Context: an optimization exercise on an open-source flow, tuned for small area and a short achievable clock period. The choices shown serve that exercise and are no tape-out recipe. The RTL was checked by simulation tests, not by an equivalence proof against the original design. Power is estimated from default activity; no workload was simulated.

==> flow/design.v (excerpt) <==
module noc_flit_rx (
    input  wire         clk,
    input  wire         rst,           
    input  wire         in_valid,
    input  wire         in_head,       
    input  wire [255:0] in_flit,
    input  wire [9:0]   in_chk,
    output wire         out_valid,
    output wire         out_head,
    output wire [255:0] out_flit,
    output wire [9:0]   out_chk,
    output wire         out_poison,
    output reg  [31:0]  err_ce,        
    output reg  [31:0]  err_ue         
);
    wire [9:0]  syn_in;        
    reg         v_r;           
    reg         h_r;
    reg [255:0] d_r;           
    reg [3:0]   pl_r, ph_r;    
    reg [7:0]   tl_r, th_r;    
    reg [9:0]   c_r;           
    reg [5:0]   wl_r;          
    reg         wh0_r, wh1_r;  
    reg [5:0]   dc_r;          
    reg         discarding;    
    reg         ce_inc, ue_inc;
    reg [5:0] wl_in, wh_in;
    integer k;
    always @* begin
        wl_in = 6'd0;
        wh_in = 6'd0;
        for (k = 0; k < 32; k = k + 1) begin
            wl_in[(k&1)+(k>>1&1)+(k>>2&1)+(k>>3&1)+(k>>4&1)] =
                wl_in[(k&1)+(k>>1&1)+(k>>2&1)+(k>>3&1)+(k>>4&1)] | (syn_in[4:0] == k);
            wh_in[(k&1)+(k>>1&1)+(k>>2&1)+(k>>3&1)+(k>>4&1)] =
                wh_in[(k&1)+(k>>1&1)+(k>>2&1)+(k>>3&1)+(k>>4&1)] | (syn_in[9:5] == k);
        end
    end
    wire le_last = (syn_in[9:5] < 5'd17) || (syn_in[9:5] == 5'd17 && syn_in[4:0] <= 5'd19);
    wire [5:0] dc_in;
    assign dc_in[0] = wh_in[3] | (wh_in[5] & le_last);
    assign dc_in[1] = wh_in[2] | (wh_in[4] & le_last);
    assign dc_in[2] = wh_in[1] | (wh_in[3] & le_last);
    assign dc_in[3] = wh_in[0] | (wh_in[2] & le_last);
    assign dc_in[4] = wh_in[1] & le_last;
    assign dc_in[5] = wh_in[0] & le_last;
    reg [3:0] pl_in, ph_in;
    reg [7:0] tl_in, th_in;
    always @* begin
        for (k = 0; k < 4; k = k + 1) begin
            pl_in[k] = (syn_in[1:0] == k);
            ph_in[k] = (syn_in[6:5] == k);
        end
        for (k = 0; k < 8; k = k + 1) begin
            tl_in[k] = (syn_in[4:2] == k);
            th_in[k] = (syn_in[9:7] == k);
        end
    end
    wire [9:0] s_r;
  ...
clock: 9.0 ns
lec_check: 0
abc_clock_period_in_ps: 7000
cap_margin: 20
core_margin: 2
core_utilization: 60
cts_buf_list: sky130_fd_sc_hd__clkbuf_16
cts_cluster_diameter: 65
cts_cluster_size: 24
setup_slack_margin: 5
slew_margin: 20
tns_end_percent: 10
standard.sh (not shown) runs the stock make flow with config.mk's settings and CLKGATE_MAP_FILE= SYNTH_SCRIPT=/design/flow/synth_recipe.tcl, a recipe that flattens the netlist after the stock synthesis.
==> flow/flow/run.sh <==
#!/bin/bash
# The standard layout (standard.sh), with two changes:
#  - the port buffers are the smallest buffer cell (buf_1) instead of the
#    slow clkdlybuf4s50_1 that buffer_ports picks by default;
#  - the 3-input XOR cells are added to the don't-use list, so the syndrome
#    tree maps to 2-input XORs, which are faster here.
set -euo pipefail
DU="$(make -s -C "$FLOW_HOME" DESIGN_CONFIG="$PWD/config.mk" WORK_HOME="$PWD/orfs" print-DONT_USE_CELLS 2> print.log | sed -n 's/^DONT_USE_CELLS: //p')"
echo "platform don't-use list: $DU" > run.log
for c in xor3_1 xor3_2 xor3_4 xnor3_1 xnor3_2 xnor3_4; do DU="$DU sky130_fd_sc_hd__$c"; done
bash standard.sh DONT_USE_CELLS="$DU" BUFFER_PORTS_ARGS="-buffer_cell sky130_fd_sc_hd__buf_1" finish > standard.log 2>&1
The starting point ran to the end with no violations.
Then changed:
CTS_BUF_LIST = sky130_fd_sc_hd__clkbuf_8   (was sky130_fd_sc_hd__clkbuf_16)
CTS_CLUSTER_DIAMETER = default   (was 65)
CTS_CLUSTER_SIZE = 30   (was 24)
TNS_END_PERCENT = default   (was 10)
The new run completed with no timing, DRC or antenna violations.
Hold slack degrades by 0.013 ns.
Clock power rose by about 10%.
Cell count rises by 1.9%.
Fmax increases by about 0.7%.
Setup slack gets better by 0.028 ns.
Design area rose by 0.89%.
Total power drops by 0.34%.
First-iteration DRC count decreases by about 10%.
Clock skew rises by 0.018 ns.
Die area does not change.
Then changed:
CTS_BUF_LIST = sky130_fd_sc_hd__clkbuf_16   (was sky130_fd_sc_hd__clkbuf_8)
CTS_CLUSTER_DIAMETER = 65   (was default)
CTS_CLUSTER_SIZE = 24   (was 30)
Cell count goes down slightly.
Synthesized cell count does not change.
Setup slack is worse by 0.033 ns.
Non-clock buffer count stays the same.
Worst hold slack is better by 0.0043 ns.
First-iteration DRC count goes up by roughly a tenth.

-- static timing again, ports no longer ideal --
The results above use ideal ports. As a check the final layouts listed here were re-extracted and re-timed, cells and wires unchanged.
Step 1 sets driving cells, clkbuf_16 on the clock port and buf_2 on the other inputs (assumed; they add their load-dependent delay and slew).
Step 2 also shifts input and output timing later by t, the mid clock arrival at the registers, as if the neighbouring blocks saw the same clock.
Slacks: no drivers / after step 1 / after step 2; pairs: no drivers / after step 1.
| run | t, ns | slack for setup (ns) | clock arrival spread, ns |
|---|---|---|---|
| the first run | 0.639 | 4.935 / 4.881 / 4.323 | 0.021 / 0.021 |
| the second run | 0.671 | 4.963 / 4.943 / 4.318 | 0.033 / 0.033 |
| the third run | 0.641 | 4.930 / 4.899 / 4.291 | 0.019 / 0.019 |
After both steps setup and hold are still met in every run listed. The setup slack of the second run, which loses most, moves by -0.020 ns with the drivers and by -0.645 ns with both steps.
